Context: an optimization exercise on an open-source flow, tuned for small area and a short achievable clock period. The choices shown serve that exercise and are no tape-out recipe.
The RTL was checked by simulation tests, not by an equivalence proof against the original design.

==> flow/design.v, too long to show whole: its modules and the start of the top module <==
// module dmd_qlut: 143 lines
// module dmd_narrow: 14 lines
// module dmd_add: 40 lines
// module dmd_carry: 36 lines
// module dmd_gp: 20 lines
// module dmd_ge: 9 lines
// module dmd_lt3: 15 lines
// module dmd_mac: 513 lines
// module dmd_dp: 18 lines
// module dmd_osc: 22 lines
// module dmd_top: 317 lines
module dmd_top (
    input  wire        clk,
    input  wire        rst,
    input  wire [47:0] cfg_freq,      
    input  wire [2:0]  cfg_mode,      
    input  wire [17:0] cfg_ax0_i,
    input  wire [17:0] cfg_ax0_q,
    input  wire [17:0] cfg_ax1_i,
    input  wire [17:0] cfg_ax1_q,
    input  wire [35:0] cfg_t0,
    input  wire [35:0] cfg_t1,
    input  wire [35:0] cfg_t2,
    input  wire        s_valid,
    input  wire        s_start,       
    input  wire [11:0] s_len,         
    input  wire [47:0] s_phase,       
    input  wire [15:0] s_y,           
    input  wire [35:0] s_w,           
    output reg         res_valid,
    output reg  [35:0] res_i,
    output reg  [35:0] res_q,
    output reg  [1:0]  res_state,
    output reg  [3:0]  res_flags      
);
  // ...
==> flow/run.sh <==
#!/bin/bash
# synth_recipe.tcl (not shown) runs the flow's synth.tcl, then flattens the netlist and writes it again
# the make line also repeats each setting of config.mk as NAME=value (left out here)
make -C /OpenROAD-flow-scripts/flow DESIGN_CONFIG=/design/flow/config.mk WORK_HOME=/design/flow/orfs CLKGATE_MAP_FILE= SYNTH_SCRIPT=/design/flow/synth_recipe.tcl finish
==> flow/config.mk <==
export PLATFORM = sky130hd
export DESIGN_NAME = dmd_top
export DESIGN_NICKNAME = dmd_top
export VERILOG_FILES = /design/flow/design.v
export SDC_FILE = /design/flow/constraint.sdc
export NUM_CORES = 4
export LEC_CHECK = 0
export CAP_MARGIN = 20
export CORE_MARGIN = 2
export CORE_UTILIZATION = 40
export SETUP_SLACK_MARGIN = 1.0
export SLEW_MARGIN = 20
export SYNTH_MEMORY_MAX_BITS = 65536
==> flow/constraint.sdc <==
create_clock -name core_clock -period 20.0 [get_ports {clk}]
set_input_delay 4.0000 -clock core_clock [delete_from_list [all_inputs] [get_ports {clk}]]
set_output_delay 4.0000 -clock core_clock [all_outputs]
set_load 0.01 [all_outputs]
==> qor.txt, run 1 <==
outcome: timing/DRC/antenna clean
sequential share of cell area: 0.240
# port buffers: 425
#MultiIn Comb: 5220
met1 Use GR: 0.382
Layout fillers: 14895
CP cell instances: buf_4, nor2_1, fa_1, fa_1, a21o_1, a21o_1, a2111oi_2, nor3_1, o211a_1, a221o_1, a21oi_1, o21ai_1, a31oi_1, nor2b_1, o21ai_1, mux2i_1, nor3_1
core area: 154000 sq um
layout cells sized above 1: 0.0499
share of the synthesized area in the top cell type: 0.183
nature of the critical path startpoint: flop
mux cell area share after synthesis: 0.0160
number of library cell types mapped by synthesis: 97
metal2 WL: 106000 um
uppermost layer routed: met5
final setup skew: 0.0820 ns
area grow syn2layout: 14.3%
Initial DRC Count: 6406
WL met1: 94100 um
R2R setup slack: 13.63 ns
die width: 398 um
Diodes inserted: 7
placed insts: 8956
worst skew pair latency: 0.75 ns
Hold Crit Depth: 0
Seq cells: 659
Seq. cell area: 17000 sq um
GPL Wtd Cong: 1.01
WP data required: 20.49 ns
Hold Path End: f2$_DFF_P_
==> run 2: changes to the inputs <==
==> flow/flow/run.sh (new file) <==
#!/bin/bash
# The standard layout (the standard.sh), except that timing repair aims
# for more setup slack than the design's flow settings ask for. The clock
# period, constraints, synthesis, floorplan, power grid and routing are the
# standard ones.
set -euo pipefail
MARGIN=$(cat flow/margin.txt)
# standard synthesis, unchanged
bash standard.sh synth > synth.log 2>&1
# the rest of the standard flow with the larger setup margin
sed -e "s/SETUP_SLACK_MARGIN=[-0-9.]*/SETUP_SLACK_MARGIN=${MARGIN}/" standard.sh > standard_margin.sh
bash standard_margin.sh > layout.log 2>&1
==> flow/flow/margin.txt (new file) <==
14.8
==> flow/standard.sh (new file) <==
#!/bin/bash
# synth_recipe.tcl (not shown) runs the flow's synth.tcl, then flattens the netlist and writes it again
# the make line also repeats each setting of config.mk as NAME=value (left out here)
make -C /OpenROAD-flow-scripts/flow DESIGN_CONFIG=/design/flow/config.mk WORK_HOME=/design/flow/orfs CLKGATE_MAP_FILE= SYNTH_SCRIPT=/design/flow/synth_recipe.tcl "${@:-finish}"
removed: flow/run.sh
==> run 2 against run 1 <==
Against the previous run:
- still clean
- synthesized cell count stayed put
- largest cell class unchanged
- routed wire length up 1.2%
- hold slack got worse by 0.022 ns
- non-clock buffer count grew 113
- critical path depth down 16
==> qor.txt, run 2 <==
outcome: timing/DRC/antenna clean
effective utilization at floorplan: 0.403
largest net degree at the start of global routing: 103
residual DRC count: 0
global-route wire length before repair: 352000 um
grt ovf: 0
die width: 398 um (unchanged)
Sink Count: 659
clk slew on worst S/H paths: 0.06 ns
worst slew pin tran: 1.13 ns
vias in the first global route: 54336
RSZ-0062 raised after global routing: yes
Die Y: 398 um
GPL Wtd Cong: 0.974 (-3.6%)
Die Area: 158000 sq um
fmax: 182 MHz
Pre-antenna DRT Iters: 9
worst reg2reg path depth: 20
# IOs: 426
final setup skew: 0.0597 ns (-0.0223 ns)
nature of the critical path startpoint: flop
routed len/inst: 25.8 um
critical setup path kind: flop to output port
share of the synthesized area in the top cell type: 0.183 (unchanged)
Syn. warnings: 7
Final Hold Viols: 0
Crit. End Element: output port
H-tree levels: 3
Syn Area/Cell: 8.99 sq um
Post-Syn Area: 62000 sq um
root buf cell: clkbuf_16
most frequent cells in the layout: xnor2_1, nand2_1, inv_1
worst-path maximum fanout: 2
largest registers: ai x49, aq x49
cell taking the most area after synthesis: edfxtp_1
Worst Hold Slack: 0.304 ns
GRT Total Usage: 0.293
asr flop ratio synth: 0
vias per cell: 6.02
antenna viol nets, final: 0
Rel. slew slack: 0.244
max-slew violations: 0
maxcap violations: 0
HP Class: flop to flop
Syn Inst Count: 6899
worst stage delay on the critical path: 0.55 ns
most common cell after layout, fill and taps aside: xnor2_1
layout cells sized above 1: 0.0852 (+0.0353)
CP cell instances: buf_6
initial antenna violation count: 22
Hold Crit Depth: 0 (unchanged)
post-synthesis register bit count: 659
commonest cells in the netlist: xnor2_1, nand2_1, inv_1
period utilization: 0.274
top-count cell post-synth: xnor2_1
Layout Nets: 8273
final worst slack: 14.52 ns
Rows: 144
area grow syn2layout: 16.3%
placed insts: 8947 (-0.10%)
buffer and inverter count on the worst path: 1
total negative slack: 0 ns
# port buffers: 425 (unchanged)
syn nets: 8059
Setup Viol. Count Final: 0
critical path depth in cells: 1
Arrival @ worst endpoint: 1.48 ns
Post-synth EDFFs: 378
core area: 154000 sq um (unchanged)
Clock Path Buffers: 3
hpwl dp: 173000 um
final worst path period need: 5.48 ns
Initial DRC Count: 6622 (+3.4%)
most area-consuming cells after synthesis: edfxtp_1, fa_1, dfxtp_1, ha_1, xnor2_1
Seq/Total Area, Yosys: 0.274
Main synth FF type: edfxtp_1
WP data required: 16.00 ns (-4.49 ns)
number of library cell types mapped by synthesis: 97 (unchanged)
worst skew pair latency: 0.75 ns (about the same)
CTS tree: yes
CP max-delay cell: edfxtp_1
via count: 55597
CP top delay family: flip-flops
fin cells: 9238
dpl ws: 13.36 ns
number of CTS-inserted buffers: 83
wirelength, routed: 239000 um
## run 2: cell counts after synthesis
Identical to the previous run, type by type.
## run 2: metrics by stage
step | util | area (sq um)
2_1_floorplan | - | 62100
5_1_grt | 0.468 | 72100
4_1_cts | 0.464 | 71400
3_5_place_dp | 0.440 | 67800
6_report | 0.468 | 72100
3_3_place_gp | 0.440 | 67800
## run 2: final timing paths
path                       startpoint                to  slack [ns]
setup reg to reg   res_i[7]$_DFFE_PP_  ai[28]$_DFFE_PP_       14.71
hold / removal             l2$_DFF_P_        l3$_DFF_P_        0.30
setup / recovery  res_i[16]$_DFFE_PP_         res_i[16]       14.52
hold reg to reg            l2$_DFF_P_        l3$_DFF_P_        0.30
## run 2: area by class of cell
type	count	area [sq um]
flip-flops and latches	659	17000
clock buffers	109	2400
inverters	508	1920
multi-input cells	5223	41700
clock inverters	47	607
fillers	14742	82000
diodes	10	25.0
repair buffers	638	5820
well taps	2044	2560
## run 2: kinds of logic after synthesis
family                   share of synthesized area
multiplexers                                0.0160
AND/OR/NAND/NOR                              0.127
adder cells (fa/ha/maj)                      0.214
buffers and inverters                       0.0620
AO/OA/AOI/OAI                                0.206
flip-flops                                   0.274
XOR/XNOR                                     0.102
## run 2: repair_timing
item | in CTS | in global routing
cloned | 2 | 2
pin swaps | 15 | 30
hold endpoints to repair | 0 | 0
buffers inserted | 91 | 30
setup endpoints to repair | 345 | 254
resized for setup | 373 | 79
hold buffers | 0 | 0
## run 2: layer usage
layer / GRT usage / vias up / share of wire
met3: 0.0668 / 523 / 0.11
met2: 0.461 / 3099 / 0.45
met1: 0.384 / 27067 / 0.39
li1: - / 24904 / -
met4: 0.132 / 4 / 0.050
met5: 0 / - / 0.00036
==> run 3: changes to the inputs <==
==> flow/flow/margin.txt (replaced) <==
14.4
==> run 3 against run 2 <==
Against the previous run:
- still clean on timing, DRC and antenna
- synthesized area unchanged
- routed wire length fell by 2.6%
- clock skew is 0.011 ns lower
- first-iteration DRC count fell by 1.1%
- worst setup slack got worse by 0.087 ns
- via count fell by 0.57%
- global-route usage decreased by 0.64 points
==> qor.txt, run 3 <==
H-tree levels: 3 (unchanged)
number of library cell types mapped by synthesis: 97 (unchanged)
Compound-Gate Fraction of Synth Area: 0.206 (unchanged)
Hold Crit Depth: 0 (unchanged)
Pre-antenna DRT Iters: 7 (-2)
maxcap violations: 0 (unchanged)
via count: 55281 (-0.57%)
Clock Path Buffers: 3 (unchanged)
Synth Area in Adders: 0.214 (unchanged)
top-count cell post-synth: xnor2_1
asr flop ratio synth: 0 (unchanged)
Main synth FF type: edfxtp_1
largest registers: ai x49, aq x49
vias in the first global route: 54044 (-0.54%)
most common cell after layout, fill and taps aside: xnor2_1
Syn. warnings: 7 (unchanged)
largest family of logic cells by synthesized area: adder cells
worst stage delay on the critical path: 0.56 ns (about the same)
HP Class: flop to flop
RSZ-0062 raised after global routing: yes
Setup Viol. Count Final: 0 (unchanged)
Synth Area in XOR/XNOR: 0.102 (unchanged)
Simple-Gate Fraction of Synth Area: 0.127 (unchanged)
mux cell area share after synthesis: 0.0160 (unchanged)
fin util: 0.465 (-0.00311)
CP max-delay cell: edfxtp_1
grt ovf: 0 (unchanged)
Rel. slew slack: 0.222 (-0.0218)
clk slew on worst S/H paths: 0.06 ns (about the same)
Seq. cell area: 17000 sq um (about the same)
core area: 154000 sq um (unchanged)
largest net degree at the start of global routing: 92 (-11%)
Arrival @ worst endpoint: 1.57 ns (+0.09 ns)
Post-synth EDFFs: 378 (unchanged)
most area-consuming cells after synthesis: edfxtp_1, fa_1, dfxtp_1, ha_1, xnor2_1
worst slew pin tran: 1.17 ns (+0.0326 ns)
CP cell instances: clkdlybuf4s15_1
CP top delay family: flip-flops
most frequent cells in the layout: xnor2_1, nand2_1, inv_1
# port buffers: 425 (unchanged)
hpwl dp: 171000 um (-0.88%)
commonest cells in the netlist: xnor2_1, nand2_1, inv_1
Initial DRC Count: 6546 (-1.1%)
Layout Nets: 8237 (-0.44%)
cell taking the most area after synthesis: edfxtp_1
Hold Crit Start: l1$_DFF_P_
final worst path period need: 5.57 ns (+0.0869 ns)
Hold Path End: l2$_DFF_P_
fmax: 180 MHz (-1.6%)
syn nets: 8059 (unchanged)
worst reg2reg path depth: 16 (-20%)
wirelength, routed: 233000 um (-2.6%)
worst skew pair latency: 0.73 ns (-0.02 ns)
vias per cell: 6.00 (-0.33%)
Rows: 144 (unchanged)
CTS tree: yes
Final Hold Viols: 0 (unchanged)
# IOs: 426 (unchanged)
critical setup path kind: flop to output port
WP data required: 16.00 ns (about the same)
Hold Buf Count CTS: 0 (unchanged)
Layout fillers: 14859 (+0.79%)
r2r startpoint: ai[30]$_DFFE_PP_
Seq/Total Area, Yosys: 0.274 (unchanged)
worst-path maximum fanout: 2 (unchanged)
die width: 398 um (unchanged)
global-route wire length before repair: 344000 um (-2.4%)
area grow syn2layout: 15.5%
number of CTS-inserted buffers: 84 (+1.2%)
Die Y: 398 um (unchanged)
GRT Total Usage: 0.287 (-0.00641)
residual DRC count: 0 (unchanged)
Sink Count: 659 (unchanged)
nature of the critical path startpoint: flop
routed len/inst: 25.2 um (-2.4%)
Post-Syn Area: 62000 sq um (unchanged)
layout cells sized above 1: 0.0631 (-0.0221)
effective utilization at floorplan: 0.403 (unchanged)
root buf cell: clkbuf_16
Crit. End Element: output port
Syn Area/Cell: 8.99 sq um (unchanged)
initial antenna violation count: 35 (+59%)
Die Area: 158000 sq um (unchanged)
GPL Wtd Cong: 0.998 (+2.5%)
reg2reg end: mg$_DFFE_PP_
R2R setup slack: 14.48 ns (-0.23 ns)
outcome: timing/DRC/antenna clean
Multi-input gate area: 41500 sq um (-0.66%)
period utilization: 0.278 (+0.00434)
buffer and inverter count on the worst path: 1 (unchanged)
share of the synthesized area in the top cell type: 0.183 (unchanged)
Syn Inst Count: 6899 (unchanged)
total negative slack: 0 ns (unchanged)
max-slew violations: 0 (unchanged)
final setup skew: 0.0485 ns (-0.0112 ns)
post-synthesis register bit count: 659 (unchanged)
antenna viol nets, final: 0 (unchanged)
## run 3: cell count changes in the layout (fill, tap and decap cells not counted), moves of 4 or more
cell             delta
dlygate4sd2_1      +75
buf_2              -57
buf_6              -35
buf_4              -14
diode_2            +13
clkinv_2           -12
clkinv_1            +9
a21oi_1             +5
clkbuf_8            -5
ha_1                +5
clkdlybuf4s15_1     +4
ha_2                -4
inv_4               +4
o21ai_1             +4
## run 3: routing by layer
layer | GRT usage | routed length, um | vias to the layer above
li1 | - | - | 24848
met2 | 0.446 | 103000 | 2976
met1 | 0.374 | 92000 | 26891
met5 | 0 | 50 | -
met3 | 0.0655 | 25200 | 558
met4 | 0.143 | 12500 | 8
## run 3: per-stage QoR
step	hold slack (ns)	area [sq um]	worst slack [ns]	cells
final	0.325	71600	14.43	9216
after global routing	0.331	71600	14.40	9212
after CTS	0.328	71400	14.40	9189
after detailed placement	0.314	67800	13.04	8946
after global placement	0.312	67800	12.82	8946
after floorplan	0.310	62000	14.40	6899
## run 3: cell type report
| type | instances | share of cell area |
|---|---|---|
| Tap cell | 2044 | 0.0357 |
| Clock inverter | 47 | 0.00792 |
| Timing Repair Buffer | 603 | 0.0779 |
| Multi-Input combinational cell | 5221 | 0.579 |
| Antenna cell | 23 | 0.000804 |
| Inverter | 508 | 0.0267 |
| Clock buffer | 111 | 0.0343 |
| Sequential cell | 659 | 0.238 |
## run 3: what timing repair did
action	4_1_cts	5_1_grt
gates cloned	1	0
setup endpoints to repair	232	90
pin swaps	1	2
setup buffers	84	4
gates resized for setup	93	20
## run 3: kinds of logic (layout without fill, tap and decap cells)
| family | count (synthesis) | in the layout |
|---|---|---|
| compound gates | 1923 | 1923 |
| simple gates | 1643 | 1644 |
| buf+inv | 1020 | 1269 |
| fa+ha+maj | 839 | 839 |
| xor+xnor | 720 | 720 |
| flops | 659 | 659 |
| mux | 95 | 95 |
| other cells | 0 | 23 |
## run 3: how the worst max path moves through the flow
stage                        startpoint                 end  slack, ns  cells past startpoint
floorplan                       s_start       k30$_DFFE_PP_      14.40                      3
detailed placement              s_valid  res_q[6]$_DFFE_PP_      13.04                      4
finish              res_i[16]$_DFFE_PP_           res_i[16]      14.43                      1
global placement                s_valid  res_i[0]$_DFFE_PP_      12.82                      5
CTS                 res_i[29]$_DFFE_PP_           res_i[29]      14.40                      1
global route        res_i[35]$_DFFE_PP_           res_i[35]      14.40                      1
==> module dmd_top, before the edit <==
module dmd_top (
    input  wire        clk,
    input  wire        rst,
    input  wire [47:0] cfg_freq,      
    input  wire [2:0]  cfg_mode,      
    input  wire [17:0] cfg_ax0_i,
    input  wire [17:0] cfg_ax0_q,
    input  wire [17:0] cfg_ax1_i,
    input  wire [17:0] cfg_ax1_q,
    input  wire [35:0] cfg_t0,
    input  wire [35:0] cfg_t1,
    input  wire [35:0] cfg_t2,
    input  wire        s_valid,
    input  wire        s_start,       
    input  wire [11:0] s_len,         
    input  wire [47:0] s_phase,       
    input  wire [15:0] s_y,           
    input  wire [35:0] s_w,           
    output reg         res_valid,
    output reg  [35:0] res_i,
    output reg  [35:0] res_q,
    output reg  [1:0]  res_state,
    output reg  [3:0]  res_flags      
);
  reg [47:0] freq;
  reg        active;
  reg [4:0]  kcnt;        
  reg [11:0] rem;         
  reg [47:0] ph;          
  reg        gnx;         
  reg        wnx;         
  wire take = s_valid & (active | s_start);
  wire gend = s_valid & gnx;
  wire wend = s_valid & wnx;
  reg        k30, k31;    
  wire       k29 = (kcnt == 5'd29);
  reg        rem1;        
  wire        active_n = ~rst & (take ? ~wend : active);
  wire [4:0]  kcnt_n   = take ? (s_start ? 5'd1 : kcnt + 5'd1) : kcnt;
  wire [11:0] rem_n    = (take & s_start) ? s_len : (gend ? rem - 12'd1 : rem);
  wire        gnx_n    = active_n & ((k30 & take & ~s_start) | (k31 & ~take));
  wire [47:0] ph_next;
  dmd_add #(.N(48)) u_phadd (.a(ph), .b(freq), .ci(1'b0), .s(ph_next));
  reg [17:0] ax0i, ax0q, ax1i, ax1q;
  reg [35:0] t2r;
  always @(posedge clk) begin
    freq <= cfg_freq;
    ax0i <= cfg_ax0_i;
    ax0q <= cfg_ax0_q;
    ax1i <= cfg_ax1_i;
    ax1q <= cfg_ax1_q;
    t2r  <= cfg_t2;
  end
  always @(posedge clk) begin
    active <= active_n;
    kcnt   <= kcnt_n;
    rem    <= rem_n;
    k30    <= take ? (~s_start & k29) : k30;
    k31    <= take ? (~s_start & k30) : k31;
    rem1   <= (rem == 12'd1);
    gnx    <= gnx_n;
    wnx    <= gnx_n & rem1;
    if (take) begin
      ph <= s_start ? s_phase : ph_next;
    end
  end
  reg [15:0] y1;
  reg        v1, f1, e1, l1;
  always @(posedge clk) begin
    y1 <= s_y;
    v1 <= ~rst & take;
    e1 <= ~rst & gend;
    f1 <= s_start | (kcnt == 5'd0);
    l1 <= wend;
  end
  wire [17:0] mc_w, ms_w;
  wire        nc_w, ns_w;
  dmd_osc u_osc (
      .th(ph[47:38]),
      .mc(mc_w),
      .ms(ms_w),
      .nc(nc_w),
      .ns(ns_w)
  );
  wire [16:0] yb = {y1, 1'b0};
  wire [7:0]  ydn, yd1, yd2;
  genvar gi;
  generate
    for (gi = 0; gi < 8; gi = gi + 1) begin : g_yenc
      assign ydn[gi] = yb[2*gi+2] & ~(yb[2*gi+1] & yb[2*gi]);
      assign yd1[gi] = yb[2*gi+1] ^ yb[2*gi];
      assign yd2[gi] = (yb[2*gi+2] & ~yb[2*gi+1] & ~yb[2*gi]) | (~yb[2*gi+2] & yb[2*gi+1] & yb[2*gi]);
    end
  endgenerate
  reg [17:0] mc2, ms2;
  reg [7:0]  ngi2, ngq2, d12, d22;
  reg        v2, f2, e2, l2;
  always @(posedge clk) begin
    mc2 <= mc_w;
    ms2 <= ms_w;
    ngi2 <= ydn ^ {8{nc_w}};
    ngq2 <= ydn ^ {8{~ns_w}};
    d12 <= yd1;
    d22 <= yd2;
    v2  <= ~rst & v1;
    e2  <= ~rst & e1;
    f2  <= f1;
    l2  <= l1;
  end
  localparam [38:0] ACC0 = (39'd1 << 18) - (39'd21845 << 24);
  reg  [38:0] acc_i, acc_q;
  reg  [6:0]  accc_i, accc_q;
  wire [38:0] acc_i_base  = f2 ? ACC0 : acc_i;
  wire [38:0] acc_q_base  = f2 ? ACC0 : acc_q;
  wire [6:0]  accc_i_base = f2 ? 7'd0 : accc_i;
  wire [6:0]  accc_q_base = f2 ? 7'd0 : accc_q;
  wire [38:0] acc_i_new, acc_q_new;
  wire [6:0]  accc_i_new, accc_q_new;
  dmd_mac u_mac_i (.acc(acc_i_base), .accc(accc_i_base), .ng(ngi2), .d1(d12), .d2(d22), .m(mc2),
                   .sum(acc_i_new), .sumc(accc_i_new));
  dmd_mac u_mac_q (.acc(acc_q_base), .accc(accc_q_base), .ng(ngq2), .d1(d12), .d2(d22), .m(ms2),
                   .sum(acc_q_new), .sumc(accc_q_new));
  reg e3, l3;
  always @(posedge clk) begin
    if (v2) begin
      acc_i  <= acc_i_new;
      acc_q  <= acc_q_new;
      accc_i <= accc_i_new;
      accc_q <= accc_q_new;
    end
    e3 <= ~rst & e2;
    l3 <= l2;
  end
  function [38:0] cexp;
    input [6:0] c;
    integer b;
    begin
      cexp = 39'd0;
      for (b = 0; b < 7; b = b + 1) cexp[5 * (b + 1)] = c[b];
    end
  endfunction
  wire [38:0] acc_i_full, acc_q_full;
  dmd_add #(.N(39)) u_ra_i (.a(acc_i), .b(cexp(accc_i)), .ci(1'b0), .s(acc_i_full));
  dmd_add #(.N(39)) u_ra_q (.a(acc_q), .b(cexp(accc_q)), .ci(1'b0), .s(acc_q_full));
  wire [17:0] dn_i, dn_q;
  wire        dsat_i, dsat_q;
  dmd_narrow #(.QW(20), .OW(18)) u_nd_i (.q(acc_i_full[38:19]), .tie(~|acc_i_full[18:0]), .y(dn_i), .sat(dsat_i));
  dmd_narrow #(.QW(20), .OW(18)) u_nd_q (.q(acc_q_full[38:19]), .tie(~|acc_q_full[18:0]), .y(dn_q), .sat(dsat_q));
  reg        sB, sR, sC, sP1, sP2, sP3;    
  reg        run;         
  reg        aen;         
  reg [3:0]  j;
  reg        lastg;       
  reg        firstg;      
  reg        nf;          
  reg [17:0] d_i, d_q;    
  reg [2:0]  dga1, dgb1, dga2, dgb2;    
  reg [48:0] ai, aq;
  reg        sdec, sint, sproj;
  reg        ge0;
  function [2:0] benc;
    input [2:0] b;    
    begin
      benc[2] = b[2] & ~(b[1] & b[0]);
      benc[1] = b[1] ^ b[0];
      benc[0] = (b[2] & ~b[1] & ~b[0]) | (~b[2] & b[1] & b[0]);
    end
  endfunction
  function [2:0] bneg;
    input [2:0] e;
    begin
      bneg = {~e[2] & (e[1] | e[0]), e[1], e[0]};
    end
  endfunction
  function [2:0] axdig;
    input [17:0] a;
    input [3:0]  k;
    begin
      case (k)
        4'd0:    axdig = benc({a[1:0], 1'b0});
        4'd1:    axdig = benc(a[3:1]);
        4'd2:    axdig = benc(a[5:3]);
        4'd3:    axdig = benc(a[7:5]);
        4'd4:    axdig = benc(a[9:7]);
        4'd5:    axdig = benc(a[11:9]);
        4'd6:    axdig = benc(a[13:11]);
        4'd7:    axdig = benc(a[15:13]);
        4'd8:    axdig = benc(a[17:15]);
        default: axdig = 3'd0;
      endcase
    end
  endfunction
  wire in_b = sB;
  wire in_c = sC;
  reg  clr;    
  wire [48:0] bias = in_c ? (49'd1 << 16) : (49'd1 << 11);
  wire [48:0] t1_in = clr ? bias : ai;
  wire [48:0] t2_in = clr ? bias : aq;
  wire [48:0] r1, r2;
  dmd_dp u_dp1 (.t(t1_in), .xa(res_i), .xb(res_q), .da(dga1), .db(dgb1), .r(r1));
  dmd_dp u_dp2 (.t(t2_in), .xa(res_i), .xb(res_q), .da(dga2), .db(dgb2), .r(r2));
  wire [48:0] ai_full = {ai[30:0], d_i};
  wire [48:0] aq_full = {aq[30:0], d_q};
  wire [35:0] ii, qq;
  wire        isat_i, isat_q;
  dmd_narrow #(.QW(37), .OW(36)) u_ni_i (.q(ai_full[48:12]), .tie(~|ai_full[11:0]), .y(ii), .sat(isat_i));
  dmd_narrow #(.QW(37), .OW(36)) u_ni_q (.q(aq_full[48:12]), .tie(~|aq_full[11:0]), .y(qq), .sat(isat_q));
  wire [35:0] p0, p1;
  wire        psat0, psat1;
  dmd_narrow #(.QW(38), .OW(36)) u_np0 (.q({ai[36:0], d_i[17]}), .tie(~|d_i[16:0]), .y(p0), .sat(psat0));
  dmd_narrow #(.QW(38), .OW(36)) u_np1 (.q({aq[36:0], d_q[17]}), .tie(~|d_q[16:0]), .y(p1), .sat(psat1));
  wire [35:0] pp0 = ai[35:0];
  wire [35:0] pp1 = aq[35:0];
  wire [35:0] tdr = {d_i, d_q};
  wire        c_ge0, c_ge2, c_mg, c_ge1, c_ge1b;
  reg         ge2, mg;
  dmd_ge #(.N(36)) u_ge0  (.a(pp0), .b(tdr), .ge(c_ge0));
  dmd_ge #(.N(36)) u_ge2  (.a(pp0), .b(t2r), .ge(c_ge2));
  dmd_ge #(.N(36)) u_ge1  (.a(pp0), .b(tdr), .ge(c_ge1));
  dmd_ge #(.N(36)) u_ge1b (.a(pp1), .b(tdr), .ge(c_ge1b));
  dmd_lt3 u_mg (.x(pp0 ^ {36{~c_ge0}}), .y(tdr ^ {36{c_ge0}}), .z(~t2r), .lt(c_mg));
  reg [1:0] state;
  always @* begin
    case (cfg_mode)
      3'd1:    state = {1'b0, ge0};
      3'd2:    state = {1'b0, ge0} + {1'b0, c_ge1} + {1'b0, ge2};
      3'd3:    state = {c_ge1b, ge0};
      3'd4:    state = c_ge1b ? 2'd2 : {1'b0, ge0};
      default: state = 2'd0;
    endcase
  end
  wire margin = ((cfg_mode == 3'd1) | (cfg_mode == 3'd4)) & mg;
  wire [3:0] jn = j + 4'd1;
  wire jl    = (j == 4'd8);
  wire sB_n  = ~rst & (e3 | (sB & ~jl));
  wire sR_n  = ~rst & sB & jl;
  wire sC_n  = ~rst & ((sR & lastg) | (sC & ~jl));
  wire sP1_n = ~rst & sC & jl;
  always @(posedge clk) begin
    sB  <= sB_n;
    sR  <= sR_n;
    sC  <= sC_n;
    sP1 <= sP1_n;
    sP2 <= ~rst & sP1;
    sP3 <= ~rst & sP2;
    run <= sB_n | sC_n;
    clr <= (e3 & nf) | (sR & lastg);
    aen <= sB_n | sC_n | sR_n | sP1_n;
    if (rst) begin
      nf <= 1'b1;
    end else if (sR) begin
      nf <= lastg;
    end
  end
  always @(posedge clk) begin
    res_valid <= ~rst & sP3;
  end
  always @(posedge clk) begin
    j <= (run & ~jl) ? jn : 4'd0;
    if (e3) begin
      lastg  <= l3;
      firstg <= nf;
      sdec   <= (nf ? 1'b0 : sdec) | dsat_i | dsat_q;
    end
    if (e3) begin
      d_i <= dn_i;
      d_q <= dn_q;
    end else if (run) begin
      d_i <= {r1[1:0], d_i[17:2]};
      d_q <= {r2[1:0], d_q[17:2]};
    end else if (sP1) begin
      d_i <= cfg_t0[35:18];
      d_q <= cfg_t0[17:0];
    end else if (sP2) begin
      d_i <= cfg_t1[35:18];
      d_q <= cfg_t1[17:0];
    end
    if (e3) begin
      dga1 <= benc({dn_i[1:0], 1'b0});
      dgb2 <= benc({dn_i[1:0], 1'b0});
      dga2 <= benc({dn_q[1:0], 1'b0});
      dgb1 <= bneg(benc({dn_q[1:0], 1'b0}));
    end else if (in_b) begin
      dga1 <= benc(d_i[3:1]);
      dgb2 <= benc(d_i[3:1]);
      dga2 <= benc(d_q[3:1]);
      dgb1 <= bneg(benc(d_q[3:1]));
    end else begin
      dga1 <= axdig(ax0i, in_c ? jn : 4'd0);
      dgb1 <= axdig(ax0q, in_c ? jn : 4'd0);
      dga2 <= axdig(ax1i, in_c ? jn : 4'd0);
      dgb2 <= axdig(ax1q, in_c ? jn : 4'd0);
    end
    if (aen) begin
      ai <= run ? {{2{r1[48]}}, r1[48:2]} : sR ? ai_full : {{13{p0[35]}}, p0};
      aq <= run ? {{2{r2[48]}}, r2[48:2]} : sR ? aq_full : {{13{p1[35]}}, p1};
    end
    if (gend) begin
      res_i <= {{18{s_w[35]}}, s_w[35:18]};
      res_q <= {{18{s_w[17]}}, s_w[17:0]};
    end else if (sR & lastg) begin
      res_i <= ii;
      res_q <= qq;
    end
    if (sR) sint <= isat_i | isat_q;
    if (sP1) sproj <= psat0 | psat1;
    if (sP2) begin
      ge0 <= c_ge0;
      ge2 <= c_ge2;
      mg  <= c_mg;
    end
    if (sP3) begin
      res_state <= state;
      res_flags <= {margin, sproj, sint, sdec};
    end
  end
endmodule
==> run 4: changes to the inputs <==
--- a/flow/design.v
+++ b/flow/design.v
@@ -866,8 +866,8 @@
   wire       k29 = (kcnt == 5'd29);
   reg        rem1;        
   wire        active_n = ~rst & (take ? ~wend : active);
-  wire [4:0]  kcnt_n   = take ? (s_start ? 5'd1 : kcnt + 5'd1) : kcnt;
-  wire [11:0] rem_n    = (take & s_start) ? s_len : (gend ? rem - 12'd1 : rem);
+  wire [4:0]  kcnt_n   = s_valid ? (s_start ? 5'd1 : kcnt + 5'd1) : kcnt;
+  wire [11:0] rem_n    = (s_valid & s_start) ? s_len : (gend ? rem - 12'd1 : rem);
   wire        gnx_n    = active_n & ((k30 & take & ~s_start) | (k31 & ~take));
   wire [47:0] ph_next;
   dmd_add #(.N(48)) u_phadd (.a(ph), .b(freq), .ci(1'b0), .s(ph_next));
@@ -885,12 +885,12 @@
     active <= active_n;
     kcnt   <= kcnt_n;
     rem    <= rem_n;
-    k30    <= take ? (~s_start & k29) : k30;
-    k31    <= take ? (~s_start & k30) : k31;
+    k30    <= s_valid ? (~s_start & k29) : k30;
+    k31    <= s_valid ? (~s_start & k30) : k31;
     rem1   <= (rem == 12'd1);
     gnx    <= gnx_n;
     wnx    <= gnx_n & rem1;
-    if (take) begin
+    if (s_valid) begin
       ph <= s_start ? s_phase : ph_next;
     end
   end
@@ -976,7 +976,7 @@
   wire        dsat_i, dsat_q;
   dmd_narrow #(.QW(20), .OW(18)) u_nd_i (.q(acc_i_full[38:19]), .tie(~|acc_i_full[18:0]), .y(dn_i), .sat(dsat_i));
   dmd_narrow #(.QW(20), .OW(18)) u_nd_q (.q(acc_q_full[38:19]), .tie(~|acc_q_full[18:0]), .y(dn_q), .sat(dsat_q));
-  reg        sB, sR, sC, sP1, sP2, sP3;    
+  reg        sB, sR, sC, sP1, sP2, sP3, sP4;    
   reg        run;         
   reg        aen;         
   reg [3:0]  j;
@@ -1048,7 +1048,7 @@
   dmd_ge #(.N(36)) u_ge2  (.a(pp0), .b(t2r), .ge(c_ge2));
   dmd_ge #(.N(36)) u_ge1  (.a(pp0), .b(tdr), .ge(c_ge1));
   dmd_ge #(.N(36)) u_ge1b (.a(pp1), .b(tdr), .ge(c_ge1b));
-  dmd_lt3 u_mg (.x(pp0 ^ {36{~c_ge0}}), .y(tdr ^ {36{c_ge0}}), .z(~t2r), .lt(c_mg));
+  dmd_lt3 u_mg (.x(pp0 ^ {36{~ge0}}), .y(tdr ^ {36{ge0}}), .z(~t2r), .lt(c_mg));
   reg [1:0] state;
   always @* begin
     case (cfg_mode)
@@ -1073,6 +1073,7 @@
     sP1 <= sP1_n;
     sP2 <= ~rst & sP1;
     sP3 <= ~rst & sP2;
+    sP4 <= ~rst & sP3;
     run <= sB_n | sC_n;
     clr <= (e3 & nf) | (sR & lastg);
     aen <= sB_n | sC_n | sR_n | sP1_n;
@@ -1083,7 +1084,7 @@
     end
   end
   always @(posedge clk) begin
-    res_valid <= ~rst & sP3;
+    res_valid <= ~rst & sP4;
   end
   always @(posedge clk) begin
     j <= (run & ~jl) ? jn : 4'd0;
@@ -1101,9 +1102,15 @@
     end else if (sP1) begin
       d_i <= cfg_t0[35:18];
       d_q <= cfg_t0[17:0];
-    end else if (sP2) begin
+    end else if (sP3) begin
       d_i <= cfg_t1[35:18];
       d_q <= cfg_t1[17:0];
+    end else if (sP2) begin
+      d_i <= d_i;
+      d_q <= d_q;
+    end else begin
+      d_i <= {r1[1:0], d_i[17:2]};    
+      d_q <= {r2[1:0], d_q[17:2]};
     end
     if (e3) begin
       dga1 <= benc({dn_i[1:0], 1'b0});
@@ -1125,7 +1132,7 @@
       ai <= run ? {{2{r1[48]}}, r1[48:2]} : sR ? ai_full : {{13{p0[35]}}, p0};
       aq <= run ? {{2{r2[48]}}, r2[48:2]} : sR ? aq_full : {{13{p1[35]}}, p1};
     end
-    if (gend) begin
+    if (gnx) begin
       res_i <= {{18{s_w[35]}}, s_w[35:18]};
       res_q <= {{18{s_w[17]}}, s_w[17:0]};
     end else if (sR & lastg) begin
@@ -1137,9 +1144,11 @@
     if (sP2) begin
       ge0 <= c_ge0;
       ge2 <= c_ge2;
-      mg  <= c_mg;
     end
     if (sP3) begin
+      mg <= c_mg;
+    end
+    if (sP4) begin
       res_state <= state;
       res_flags <= {margin, sproj, sint, sdec};
     end
==> flow/flow/margin.txt (replaced) <==
14.9
==> run 4 against run 3 <==
Against the previous run:
- critical path depth stayed put
- routed wire length rose by 2.1%
==> qor.txt, run 4 <==
largest net degree at the start of global routing: 79 (-14%)
asr flop ratio synth: 0 (unchanged)
nature of the critical path startpoint: flop
share of the synthesized area in the top cell type: 0.183 (+0.000300)
RSZ-0062 raised after global routing: yes
Pre-antenna DRT Iters: 7 (unchanged)
Seq/Total Area, Yosys: 0.275 (+0.000772)
Crit. End Element: output port
CP max-delay cell: edfxtp_1
H-tree levels: 3 (unchanged)
HP Class: flop to flop
Syn Inst Count: 6934 (+0.51%)
routed len/inst: 25.5 um (+1.2%)
period utilization: 0.272 (-0.00682)
worst-path maximum fanout: 2 (unchanged)
critical setup path kind: flop to output port
maxcap violations: 0 (unchanged)
final setup skew: 0.0277 ns (-0.0208 ns)
fin cells: 9299 (+0.90%)
CP Launch Point: res_i[1]$_DFFE_PP_
effective utilization at floorplan: 0.402 (about the same)
top-count cell post-synth: inv_1
most frequent cells in the layout: inv_1, nand2_1, xnor2_1
Setup Viol. Count Final: 0 (unchanged)
buffer and inverter count on the worst path: 1 (unchanged)
vias in the first global route: 54480 (+0.81%)
final worst path period need: 5.43 ns (-0.136 ns)
via count: 55092 (-0.34%)
Rel. slew slack: 0.188 (-0.0341)
most area-consuming cells after synthesis: edfxtp_1, fa_1, dfxtp_1, ha_1, xnor2_1
worst stage delay on the critical path: 0.54 ns (-0.02 ns)
post-synthesis register bit count: 660 (+0.15%)
# port buffers: 425 (unchanged)
Rows: 144 (unchanged)
number of library cell types mapped by synthesis: 90 (-7.2%)
placed insts: 9021 (+0.84%)
hpwl dp: 177000 um (+3.6%)
residual DRC count: 0 (unchanged)
most common cell after layout, fill and taps aside: inv_1
Syn Area/Cell: 8.93 sq um (-0.67%)
root buf cell: clkbuf_16
grt ovf: 0 (unchanged)
antenna viol nets, final: 0 (unchanged)
outcome: timing/DRC/antenna clean
Main synth FF type: edfxtp_1
Final Hold Viols: 0 (unchanged)
Die Y: 397 um (about the same)
initial antenna violation count: 25 (-29%)
GPL Wtd Cong: 0.991 (-0.64%)
number of CTS-inserted buffers: 83 (-1.2%)
# IOs: 426 (unchanged)
core area: 154000 sq um (-0.12%)
Worst Hold Slack: 0.327 ns (+0.00168 ns)
area grow syn2layout: 15.5% (about the same)
Sink Count: 660 (+0.15%)
die width: 397 um (about the same)
GRT Total Usage: 0.294 (+0.00684)
worst slew pin tran: 1.21 ns (+0.0467 ns)
Layout Nets: 8334 (+1.2%)
Arrival @ worst endpoint: 1.43 ns (-0.14 ns)
global-route wire length before repair: 351000 um (+2.1%)
syn nets: 8094 (+0.43%)
worst skew pair latency: 0.71 ns (-0.02 ns)
commonest cells in the netlist: inv_1, nand2_1, xnor2_1
Clock Path Buffers: 3 (unchanged)
clk slew on worst S/H paths: 0.05 ns (about the same)
Post-Syn Area: 61900 sq um (-0.16%)
Hold Crit Start: f1$_DFF_P_
Syn. warnings: 7 (unchanged)
total negative slack: 0 ns (unchanged)
CTS tree: yes
cell taking the most area after synthesis: edfxtp_1
WP data required: 16.00 ns (about the same)
largest registers: ai x49, aq x49
r2r startpoint: res_i[1]$_DFFE_PP_
Post-synth EDFFs: 378 (unchanged)
fmax: 184 MHz (+2.5%)
CP cell instances: buf_6
vias per cell: 5.92 (-1.2%)
wirelength, routed: 238000 um (+2.1%)
max-slew violations: 0 (unchanged)
Die Area: 158000 sq um (-0.16%)
layout cells sized above 1: 0.0831 (+0.0200)
CP top delay family: flip-flops
Initial DRC Count: 6222 (-4.9%)
==> run 4: cell type report <==
type / count / area [sq um]
Inverter: 558 / 2100
Timing Repair Buffer: 652 / 5720
Antenna cell: 11 / 27.5
Clock inverter: 38 / 374
Multi-Input combinational cell: 5219 / 41200
Fill cell: 14756 / 82300
Tap cell: 2044 / 2560
Clock buffer: 117 / 2450
Sequential cell: 660 / 17000
==> run 4: repair_timing <==
item / 4_1_cts / 5_1_grt
pin swaps: 1 / 21
setup endpoints to repair: 112 / 139
hold buffers: 0 / 0
endpoints found under the hold margin: 0 / 0
gates resized for setup: 341 / 60
buffers inserted: 79 / 32
==> run 4: final timing paths <==
check                           depth (start not counted)          endpoint  slack (ns)
worst max-delay path                                    1          res_i[1]       14.57
worst max register to register                         19  ai[48]$_DFFE_PP_       15.05
worst min register to register                          0        f2$_DFF_P_        0.33
worst min-delay path                                    0        f2$_DFF_P_        0.33
==> run 4: logic make-up (layout without fill, tap and decap cells) <==
kind of cell             Yosys count  after routing  synth area share
AO/OA/AOI/OAI                   1917           1917             0.205
AND/OR/NAND/NOR                 1679           1679             0.129
buffers and inverters           1055           1365            0.0644
adder cells (fa/ha/maj)          847            847             0.216
XOR/XNOR                         718            718             0.102
flip-flops                       660            660             0.275
multiplexers                      58             58            0.0100
other                              0             11                 0
==> run 4: stage by stage <==
stage                     area, sq um   util  worst slack [ns]
after floorplan                 61900      -             14.93
after global placement          67900  0.441             13.82
after detailed placement        67900  0.441             14.29
after CTS                       71000  0.461             14.55
after global routing            71500  0.465             14.56
final                           71500  0.465             14.57
==> run 4: routing by layer <==
metal	up-vias	share of wire	GRT usage
li1	24871	-	-
met4	6	0.061	0.163
met1	26898	0.39	0.373
met3	586	0.094	0.0628
met2	2731	0.45	0.464
met5	-	0.00017	0
==> run 5: changes to the inputs <==
--- a/flow/design.v
+++ b/flow/design.v
@@ -1148,9 +1148,7 @@
     if (sP3) begin
       mg <= c_mg;
     end
-    if (sP4) begin
-      res_state <= state;
-      res_flags <= {margin, sproj, sint, sdec};
-    end
+    res_state <= state;
+    res_flags <= {margin, sproj, sint, sdec};
   end
 endmodule
==> flow/flow/run.sh (replaced) <==
#!/bin/bash
# The standard layout (the standard.sh), except that timing repair aims
# for more setup slack than the design's flow settings ask for, and the port
# buffers are sky130_fd_sc_hd__buf_2. The clock period, constraints,
# synthesis, floorplan, power grid and routing are the standard ones.
set -euo pipefail
MARGIN=$(cat flow/margin.txt)
# standard synthesis, unchanged
bash standard.sh synth > synth.log 2>&1
# the rest of the standard flow with the larger setup margin
sed -e "s/SETUP_SLACK_MARGIN=[-0-9.]*/SETUP_SLACK_MARGIN=${MARGIN} BUFFER_PORTS_ARGS='-buffer_cell sky130_fd_sc_hd__buf_2'/" standard.sh > standard_margin.sh
bash standard_margin.sh > layout.log 2>&1
--- a/flow/config.mk
+++ b/flow/config.mk
@@ -7,7 +7,7 @@
 export LEC_CHECK = 0
 export CAP_MARGIN = 20
 export CORE_MARGIN = 2
-export CORE_UTILIZATION = 40
+export CORE_UTILIZATION = 52
 export SETUP_SLACK_MARGIN = 1.0
 export SLEW_MARGIN = 20
 export SYNTH_MEMORY_MAX_BITS = 65536
==> run 5 against run 4 <==
Against the previous run:
- sequential share of layout area is 0.90 points higher
- clock-buffer cell count down 6
- critical path depth unchanged
- die area is 23% lower
- hold slack improved by 0.0014 ns
- utilization up 12 points
- global-route usage grew 7.0 points
- synthesized area decreased by 0.11%
==> qor.txt, run 5 <==
Die Y: 349 um (-12%)
Post-Syn Area: 61800 sq um (-0.11%)
top-count cell post-synth: nand2_1
most area-consuming cells after synthesis: edfxtp_1, fa_1, dfxtp_1, ha_1, xnor2_1
share of the synthesized area in the top cell type: 0.181 (-0.00272)
worst slew pin tran: 1.34 ns (+0.124 ns)
largest net degree at the start of global routing: 110 (+39%)
CP top delay family: flip-flops
Arrival @ worst endpoint: 1.41 ns (-0.02 ns)
layout cells sized above 1: 0.127 (+0.0439)
Sink Count: 660 (unchanged)
worst-path maximum fanout: 2 (unchanged)
Clock Path Buffers: 3 (unchanged)
buffer and inverter count on the worst path: 1 (unchanged)
final setup skew: 0.0675 ns (+0.0398 ns)
HP Class: flop to flop
CP max-delay cell: edfxtp_1
CTS tree: yes
global-route wire length before repair: 334000 um (-4.8%)
# IOs: 426 (unchanged)
fin util: 0.582 (+0.117)
final worst path period need: 5.41 ns (-0.0238 ns)
Initial DRC Count: 5821 (-6.4%)
GPL Wtd Cong: 0.991 (about the same)
area grow syn2layout: 11.1%
final worst slack: 14.59 ns (+0.0238 ns)
root buf cell: clkbuf_16
maxcap violations: 0 (unchanged)
RSZ-0062 raised after global routing: yes
most frequent cells in the layout: nand2_1, inv_1, xnor2_1
initial antenna violation count: 15 (-40%)
Seq/Total Area, Yosys: 0.274 (-0.000677)
worst skew pair latency: 0.73 ns (+0.02 ns)
Rows: 126 (-13%)
Setup Viol. Count Final: 0 (unchanged)
Syn. warnings: 7 (unchanged)
Pre-antenna DRT Iters: 6 (-1)
Syn Area/Cell: 8.99 sq um (+0.74%)
number of CTS-inserted buffers: 79 (-4.8%)
residual DRC count: 0 (unchanged)
clk slew on worst S/H paths: 0.06 ns (about the same)
dpl ws: 13.78 ns (-0.518 ns)
via count: 54471 (-1.1%)
grt ovf: 0 (unchanged)
total negative slack: 0 ns (unchanged)
Hold Buf Count CTS: 0 (unchanged)
most common cell after layout, fill and taps aside: nand2_1
GRT Total Usage: 0.363 (+0.0696)
Seq. cell area: 17000 sq um (-0.36%)
effective utilization at floorplan: 0.524 (+0.121)
vias in the first global route: 53205 (-2.3%)
commonest cells in the netlist: nand2_1, inv_1, xnor2_1
cell taking the most area after synthesis: edfxtp_1
antenna viol nets, final: 0 (unchanged)
Post-synth EDFFs: 372 (-1.6%)
number of library cell types mapped by synthesis: 96 (+6.7%)
post-synthesis register bit count: 660 (unchanged)
nature of the critical path startpoint: flop
Crit. End Element: output port
Syn Inst Count: 6876 (-0.84%)
hpwl dp: 166000 um (-6.3%)
Main synth FF type: edfxtp_1
fmax: 185 MHz (+0.44%)
period utilization: 0.270 (-0.00119)
Rel. slew slack: 0.108 (-0.0796)
vias per cell: 6.27 (+5.8%)
Layout Nets: 8245 (-1.1%)
Layout fillers: 10735 (-27%)
wirelength, routed: 226000 um (-4.9%)
# port buffers: 425 (unchanged)
die width: 349 um (-12%)
core area: 118000 sq um (-23%)
largest registers: ai x49, aq x49
asr flop ratio synth: 0 (unchanged)
Final Hold Viols: 0 (unchanged)
max-slew violations: 0 (unchanged)
outcome: timing/DRC/antenna clean
syn nets: 8036 (-0.72%)
WP data required: 16.00 ns (about the same)
routed len/inst: 26.0 um (+1.7%)
CP cell instances: buf_2
H-tree levels: 3 (unchanged)
critical setup path kind: flop to output port
Die Area: 122000 sq um (-23%)
Multi-input gate area: 41100 sq um (-0.25%)
worst stage delay on the critical path: 0.52 ns (-0.02 ns)
## run 5: changes by cell type after synthesis, sizes merged, moves of 21 or more
| cell | before | now |
|---|---|---|
| a211oi | 131 | 156 |
| xor2 | 187 | 161 |
| clkbuf | 413 | 390 |
| nor2 | 398 | 365 |
| buf | 84 | 105 |
| nor3 | 145 | 110 |
| a21o | 94 | 64 |
## run 5: path summary, 6_finish.rpt
kind / startpoint / end / slack (ns) / depth (start not counted)
setup / recovery: res_i[20]$_DFFE_PP_ / res_i[20] / 14.59 / 1
hold / removal: f1$_DFF_P_ / f2$_DFF_P_ / 0.33 / 0
hold reg to reg: f1$_DFF_P_ / f2$_DFF_P_ / 0.33 / 0
setup reg to reg: ph[38]$_DFFE_PP_ / mc2[0]$_DFF_P_ / 14.93 / 14
## run 5: kinds of logic after synthesis
| family | synth area share |
|---|---|
| xor+xnor | 0.100 |
| simple gates | 0.125 |
| flops | 0.274 |
| fa+ha+maj | 0.216 |
| buf+inv | 0.0648 |
| compound gates | 0.210 |
| mux | 0.0102 |
## run 5: layout make-up
class,count,share of cell area
multi-input cells,5170,0.599
well taps,1536,0.0280
clock buffers,111,0.0332
flip-flops and latches,660,0.247
clock inverters,36,0.00703
repair buffers,623,0.0550
inverters,551,0.0303
diodes,4,0.000146
## run 5: layer usage
metal | vias to the layer above | global-route usage | wire [um]
met2 | 2616 | 0.597 | 105000
met4 | 8 | 0.229 | 17000
met1 | 26360 | 0.449 | 87100
met3 | 738 | 0.0532 | 16500
met5 | - | 0 | 44
li1 | 24749 | - | -
## run 5: what timing repair did
item	CTS	global route
setup endpoints to repair	133	117
gates resized for setup	21	35
cloned	0	1
setup buffers	74	17
pin swaps	0	1
## run 5: metrics by stage
stage,instance area [sq um],instances,hold slack [ns]
after floorplan,61900,6876,0.310
final,68700,8691,0.328
after CTS,68400,8668,0.331
after global placement,64900,8446,0.316
after global routing,68700,8691,0.339
after detailed placement,64900,8447,0.318
==> run 6: changes to the inputs <==
--- a/flow/config.mk
+++ b/flow/config.mk
@@ -7,7 +7,8 @@
 export LEC_CHECK = 0
 export CAP_MARGIN = 20
 export CORE_MARGIN = 2
-export CORE_UTILIZATION = 52
+export CORE_UTILIZATION = 40
+export CTS_CLUSTER_SIZE = 30
 export SETUP_SLACK_MARGIN = 1.0
 export SLEW_MARGIN = 20
 export SYNTH_MEMORY_MAX_BITS = 65536
==> run 6 against run 5 <==
Against the previous run:
- critical path depth is the same
- non-clock buffer count grew 35
- final area grew 1.6%
- first-iteration DRC count grew 4.4%
- highest routed layer unchanged
==> qor.txt, run 6 <==
Crit. End Element: output port
clk slew on worst S/H paths: 0.06 ns (about the same)
global-route wire length before repair: 349000 um (+4.5%)
# IOs: 426 (unchanged)
number of CTS-inserted buffers: 84 (+6.3%)
worst-path maximum fanout: 2 (unchanged)
Seq. cell area: 17000 sq um (unchanged)
most common cell after layout, fill and taps aside: nand2_1
final setup skew: 0.0695 ns (+0.00200 ns)
Pre-antenna DRT Iters: 8 (+2)
Final Hold Viols: 0 (unchanged)
Rows: 144 (+14%)
most frequent cells in the layout: nand2_1, inv_1, xnor2_1
Hold Crit Depth: 0 (unchanged)
RSZ-0062 raised after global routing: yes
GPL Wtd Cong: 1.03 (+4.0%)
Initial DRC Count: 6077 (+4.4%)
grt ovf: 0 (unchanged)
hpwl dp: 175000 um (+5.4%)
Layout fillers: 15102 (+41%)
worst slew pin tran: 1.25 ns (-0.0853 ns)
die width: 397 um (+14%)
vias per cell: 5.96 (-4.8%)
final worst slack: 14.53 ns (-0.0671 ns)
total negative slack: 0 ns (unchanged)
CP top delay family: flip-flops
initial antenna violation count: 10 (-5)
H-tree levels: 3 (unchanged)
Seq/Total Area, Yosys: 0.274 (unchanged)
Die Area: 158000 sq um (+30%)
Syn Inst Count: 6876 (unchanged)
CTS tree: yes
largest registers: ai x49, aq x49
outcome: timing/DRC/antenna clean
worst reg2reg path depth: 16 (+2)
Arrival @ worst endpoint: 1.47 ns (+0.06 ns)
HP Class: flop to flop
buffer and inverter count on the worst path: 1 (unchanged)
WP data required: 16.00 ns (about the same)
maxcap violations: 0 (unchanged)
Syn Area/Cell: 8.99 sq um (unchanged)
period utilization: 0.274 (+0.00335)
critical setup path kind: flop to output port
share of the synthesized area in the top cell type: 0.181 (unchanged)
wirelength, routed: 238000 um (+5.5%)
worst stage delay on the critical path: 0.53 ns (about the same)
Post-synth EDFFs: 372 (unchanged)
Multi-input gate area: 41200 sq um (about the same)
CP cell instances: buf_2
Rel. slew slack: 0.165 (+0.0569)
asr flop ratio synth: 0 (unchanged)
GRT Total Usage: 0.294 (-0.0689)
syn nets: 8036 (unchanged)
Sink Count: 660 (unchanged)
top-count cell post-synth: nand2_1
dpl ws: 13.97 ns (+0.192 ns)
Syn. warnings: 7 (unchanged)
# port buffers: 425 (unchanged)
Setup Viol. Count Final: 0 (unchanged)
area grow syn2layout: 12.8%
residual DRC count: 0 (unchanged)
Clock Path Buffers: 3 (unchanged)
placed insts: 8976 (+6.3%)
effective utilization at floorplan: 0.402 (-0.122)
number of library cell types mapped by synthesis: 96 (unchanged)
critical path depth in cells: 1 (unchanged)
via count: 55148 (+1.2%)
worst skew pair latency: 0.75 ns (+0.02 ns)
CP max-delay cell: edfxtp_1
Die Y: 397 um (+14%)
routed len/inst: 25.8 um (-0.85%)
max-slew violations: 0 (unchanged)
final worst path period need: 5.47 ns (+0.0671 ns)
fmax: 183 MHz (-1.2%)
layout cells sized above 1: 0.132 (+0.00502)
most area-consuming cells after synthesis: edfxtp_1, fa_1, dfxtp_1, ha_1, xnor2_1
largest net degree at the start of global routing: 88 (-20%)
vias in the first global route: 53939 (+1.4%)
fin cells: 9246 (+6.4%)
antenna viol nets, final: 0 (unchanged)
Layout Nets: 8285 (+0.49%)
core area: 154000 sq um (+30%)
nature of the critical path startpoint: flop
Main synth FF type: edfxtp_1
Post-Syn Area: 61800 sq um (unchanged)
cell taking the most area after synthesis: edfxtp_1
root buf cell: clkbuf_16
commonest cells in the netlist: nand2_1, inv_1, xnor2_1
post-synthesis register bit count: 660 (unchanged)
## run 6: cell counts after synthesis
No cell type changed its count.
## run 6: stage by stage
stage	util	area [sq um]	hold WS (ns)
after floorplan	-	61900	0.310
after global placement	0.427	65700	0.311
after detailed placement	0.427	65700	0.322
after CTS	0.451	69300	0.335
after global routing	0.453	69700	0.350
final	0.453	69800	0.332
## run 6: cell families after synthesis
kind of cell / Yosys count / share of synthesized area
AOI/OAI and AO/OA: 1935 / 0.210
and+or+nand+nor: 1622 / 0.125
buffers and inverters: 1046 / 0.0648
adders and majority gates: 850 / 0.216
xor gates and xnor gates: 707 / 0.100
DFF: 660 / 0.274
muxes: 56 / 0.0102
## run 6: cell type report
| cell class | instances | share of cell area |
|---|---|---|
| multi-input cells | 5170 | 0.590 |
| flip-flops and latches | 660 | 0.243 |
| repair buffers | 658 | 0.0591 |
| well taps | 2044 | 0.0367 |
| clock buffers | 104 | 0.0319 |
| inverters | 551 | 0.0297 |
| clock inverters | 54 | 0.00895 |
| diodes | 5 | 0.000179 |
## run 6: worst paths after layout
| check | start | endpoint | slack [ns] |
|---|---|---|---|
| hold reg to reg | l1$_DFF_P_ | l2$_DFF_P_ | 0.33 |
| setup reg to reg | ph[38]$_DFFE_PP_ | mc2[9]$_DFF_P_ | 15.00 |
| hold / removal | l1$_DFF_P_ | l2$_DFF_P_ | 0.33 |
| setup / recovery | res_i[18]$_DFFE_PP_ | res_i[18] | 14.53 |
## run 6: repair_timing
| action | CTS | global route |
|---|---|---|
| cloned | 0 | 1 |
| pin swaps | 1 | 3 |
| buffers inserted | 81 | 18 |
| resized for setup | 32 | 29 |
| endpoints found under the setup margin | 138 | 115 |
| hold buffers | 0 | 0 |
## run 6: per-layer routing
metal	global-route usage	up-vias	part of all wire
met4	0.174	8	0.070
li1	-	24780	-
met2	0.484	2819	0.46
met5	0	-	0.00023
met3	0.0542	696	0.085
met1	0.360	26845	0.38
==> run 7: changes to the inputs <==
--- a/flow/design.v
+++ b/flow/design.v
@@ -986,6 +986,7 @@
   reg [17:0] d_i, d_q;    
   reg [2:0]  dga1, dgb1, dga2, dgb2;    
   reg [48:0] ai, aq;
+  reg [35:0] x_i, x_q;    
   reg        sdec, sint, sproj;
   reg        ge0;
   function [2:0] benc;
@@ -1027,8 +1028,8 @@
   wire [48:0] t1_in = clr ? bias : ai;
   wire [48:0] t2_in = clr ? bias : aq;
   wire [48:0] r1, r2;
-  dmd_dp u_dp1 (.t(t1_in), .xa(res_i), .xb(res_q), .da(dga1), .db(dgb1), .r(r1));
-  dmd_dp u_dp2 (.t(t2_in), .xa(res_i), .xb(res_q), .da(dga2), .db(dgb2), .r(r2));
+  dmd_dp u_dp1 (.t(t1_in), .xa(x_i), .xb(x_q), .da(dga1), .db(dgb1), .r(r1));
+  dmd_dp u_dp2 (.t(t2_in), .xa(x_i), .xb(x_q), .da(dga2), .db(dgb2), .r(r2));
   wire [48:0] ai_full = {ai[30:0], d_i};
   wire [48:0] aq_full = {aq[30:0], d_q};
   wire [35:0] ii, qq;
@@ -1133,12 +1134,14 @@
       aq <= run ? {{2{r2[48]}}, r2[48:2]} : sR ? aq_full : {{13{p1[35]}}, p1};
     end
     if (gnx) begin
-      res_i <= {{18{s_w[35]}}, s_w[35:18]};
-      res_q <= {{18{s_w[17]}}, s_w[17:0]};
+      x_i <= {{18{s_w[35]}}, s_w[35:18]};
+      x_q <= {{18{s_w[17]}}, s_w[17:0]};
     end else if (sR & lastg) begin
-      res_i <= ii;
-      res_q <= qq;
+      x_i <= ii;
+      x_q <= qq;
     end
+    res_i <= x_i;
+    res_q <= x_q;
     if (sR) sint <= isat_i | isat_q;
     if (sP1) sproj <= psat0 | psat1;
     if (sP2) begin
==> run 7 against run 6 <==
Against the previous run:
- largest cell class unchanged
- synthesized area increased by 2.4%
- hold slack worse by 0.0063 ns
- non-clock buffer count shrank 101
- synthesized cell count up 1.1%
==> qor.txt, run 7 <==
Sink Count: 732 (+11%)
placed insts: 9071 (+1.1%)
WL met1: 95200 um (+4.5%)
layout cells sized above 1: 0.123 (-0.00852)
global-route wire length before repair: 348000 um (-0.52%)
Post-Syn Area: 63300 sq um (+2.4%)
fmax: 191 MHz (+4.5%)
via count: 54957 (-0.35%)
CP max-delay cell: dfxtp_4
largest registers: ai x49, aq x49
fin cells: 9253 (+0.076%)
worst stage delay on the critical path: 0.37 ns (-0.16 ns)
most area-consuming cells after synthesis: edfxtp_1, fa_1, dfxtp_1, ha_1, xnor2_1
area grow syn2layout: 11.9%
antenna viol nets, final: 0 (unchanged)
share of the synthesized area in the top cell type: 0.176 (-0.00425)
outcome: timing/DRC/antenna clean
CP top delay family: flip-flops
buffer and inverter count on the worst path: 1 (unchanged)
root buf cell: clkbuf_16
worst skew pair latency: 0.76 ns (about the same)
number of library cell types mapped by synthesis: 94 (-2.1%)
effective utilization at floorplan: 0.401 (-0.000644)
largest net degree at the start of global routing: 166 (+89%)
RSZ-0062 raised after global routing: yes
number of CTS-inserted buffers: 88 (+4.8%)
vias in the first global route: 54032 (+0.17%)
total negative slack: 0 ns (unchanged)
Setup Viol. Count Final: 0 (unchanged)
top-count cell post-synth: inv_1
vias per cell: 5.94 (-0.42%)
H-tree levels: 3 (unchanged)
Hold Buf Count CTS: 0 (unchanged)
routed len/inst: 25.3 um (-2.0%)
syn nets: 8110 (+0.92%)
met3 routed WL: 26500 um (+31%)
period utilization: 0.262 (-0.0119)
worst-path maximum fanout: 1 (-1)
# IOs: 426 (unchanged)
most common cell after layout, fill and taps aside: inv_1
residual DRC count: 0 (unchanged)
Hold Crit Start: f1$_DFF_P_
clk slew on worst S/H paths: 0.06 ns (about the same)
Arrival @ worst endpoint: 1.24 ns (-0.23 ns)
maxcap violations: 0 (unchanged)
wirelength, routed: 234000 um (-1.9%)
Main synth FF type: edfxtp_1
GRT Total Usage: 0.284 (-0.0108)
HP Class: flop to flop
Rel. slew slack: 0.200 (+0.0347)
commonest cells in the netlist: inv_1, xnor2_1, nand2_1
fin util: 0.449 (-0.00437)
Die Area: 162000 sq um (+2.4%)
most frequent cells in the layout: inv_1, xnor2_1, nand2_1
nature of the critical path startpoint: flop
r2r startpoint: dgb2[1]$_DFF_P_
Final Hold Viols: 0 (unchanged)
core area: 158000 sq um (+2.6%)
final worst path period need: 5.24 ns (-0.237 ns)
max-slew violations: 0 (unchanged)
WP data required: 16.00 ns (about the same)
worst slew pin tran: 1.20 ns (-0.0520 ns)
cell taking the most area after synthesis: edfxtp_1
hpwl dp: 174000 um (-0.33%)
final setup skew: 0.0489 ns (-0.0205 ns)
Crit. End Element: output port
metal2 WL: 101000 um (-8.4%)
Die Y: 402 um (+1.2%)
CTS tree: yes
Initial DRC Count: 6447 (+6.1%)
asr flop ratio synth: 0 (unchanged)
GPL Wtd Cong: 0.975 (-5.4%)
Seq/Total Area, Yosys: 0.290 (+0.0163)
CP Launch Point: res_flags[0]$_DFF_P_
critical setup path kind: flop to output port
Rows: 146 (+1.4%)
die width: 402 um (+1.2%)
Layout Nets: 8260 (-0.30%)
grt ovf: 0 (unchanged)
CP cell instances: buf_6
Syn. warnings: 7 (unchanged)
Syn Inst Count: 6950 (+1.1%)
Syn Area/Cell: 9.11 sq um (+1.3%)
Clock Path Buffers: 3 (unchanged)
post-synthesis register bit count: 732 (+11%)
Post-synth EDFFs: 372 (unchanged)
initial antenna violation count: 28 (+18)
Pre-antenna DRT Iters: 7 (-1)
# port buffers: 425 (unchanged)
uppermost layer routed: met5
Layout fillers: 15359 (+1.7%)
## run 7: cells by family after synthesis
logic type | share of synthesized area
buffers and inverters | 0.0633
adders and majority gates | 0.211
and+or+nand+nor | 0.119
muxes | 0.0108
xor gates and xnor gates | 0.0990
DFF | 0.290
AOI/OAI and AO/OA | 0.207
## run 7: layout make-up
type | instances | area [sq um] | share of cell area
sequential | 732 | 18500 | 0.261
tap | 2072 | 2590 | 0.0366
timing repair buffer | 557 | 3440 | 0.0485
clock inverter | 54 | 621 | 0.00876
clock buffer | 111 | 2450 | 0.0346
multi-input combinational | 5164 | 41200 | 0.581
inverter | 557 | 2100 | 0.0297
antenna | 6 | 15.0 | 0.000212
## run 7: timing repair
action                                  in CTS  in global routing
cloned                                       0                  0
resized for setup                           48                 61
endpoints found under the setup margin      92                121
pin swaps                                    1                  0
buffers inserted                             1                  9
## run 7: metrics by stage
stage | hold slack (ns) | instance area [sq um] | setup WS (ns)
4_1_cts | 0.326 | 70500 | 14.69
2_1_floorplan | 0.310 | 63300 | 14.90
3_5_place_dp | 0.312 | 67300 | 14.36
6_report | 0.326 | 70900 | 14.76
3_3_place_gp | 0.312 | 67300 | 14.33
5_1_grt | 0.329 | 70800 | 14.70
## run 7: path summary, 6_finish.rpt
kind | to | slack [ns] | depth (start not counted)
worst max-delay path | res_flags[0] | 14.76 | 1
worst min register to register | f2$_DFF_P_ | 0.33 | 0
worst min-delay path | f2$_DFF_P_ | 0.33 | 0
worst max register to register | aq[47]$_DFFE_PP_ | 15.12 | 16
## run 7: layer usage
metal,vias to the layer above,track usage
li1,24837,-
met1,26674,0.382
met2,2937,0.429
met3,501,0.0756
met4,8,0.120
met5,-,0

==> static timing again, ports no longer ideal <==
No port has a modelled driver above. Below, the same layouts with a new extraction and two added sets of constraints. Step 1 assumes that a clkbuf_16 drives the clock port and a buf_2 every other input. Step 2, shift: input delay + t, output delay - t, t = (earliest + latest rising clock arrival at the registers) / 2. This alone moves slack from input paths to output paths. a / b / c = ideal / step 1 / step 2; a / b = the first two.
| run | shift t [ns] | slack for setup (ns) | worst setup path after step 2 | slew at the worst register clock pin (ns) | worst data-port slew with drivers (ns) |
|---|---|---|---|---|---|
| run 1 | 0.789 | 13.632 / 13.632 / 12.921 | input to register | 0.07 / 0.07 | 0.13 |
| run 2 | 0.798 | 14.520 / 14.438 / 14.107 | input to register | 0.07 / 0.07 | 0.16 |
| run 3 | 0.786 | 14.433 / 14.357 / 13.717 | input to register | 0.07 / 0.07 | 0.21 |
| run 4 | 0.782 | 14.570 / 14.488 / 14.316 | input to register | 0.07 / 0.07 | 0.18 |
| run 5 | 0.778 | 14.594 / 14.516 / 14.361 | input to register | 0.07 / 0.07 | 0.17 |
| run 6 | 0.787 | 14.526 / 14.450 / 14.334 | input to register | 0.07 / 0.07 | 0.18 |
| run 7 | 0.812 | 14.764 / 14.680 / 14.401 | input to register | 0.07 / 0.07 | 0.12 |
After both steps every run listed still meets setup and hold. The setup slack of run 3, which loses most, moves by -0.076 ns with the drivers and by -0.716 ns with both steps.
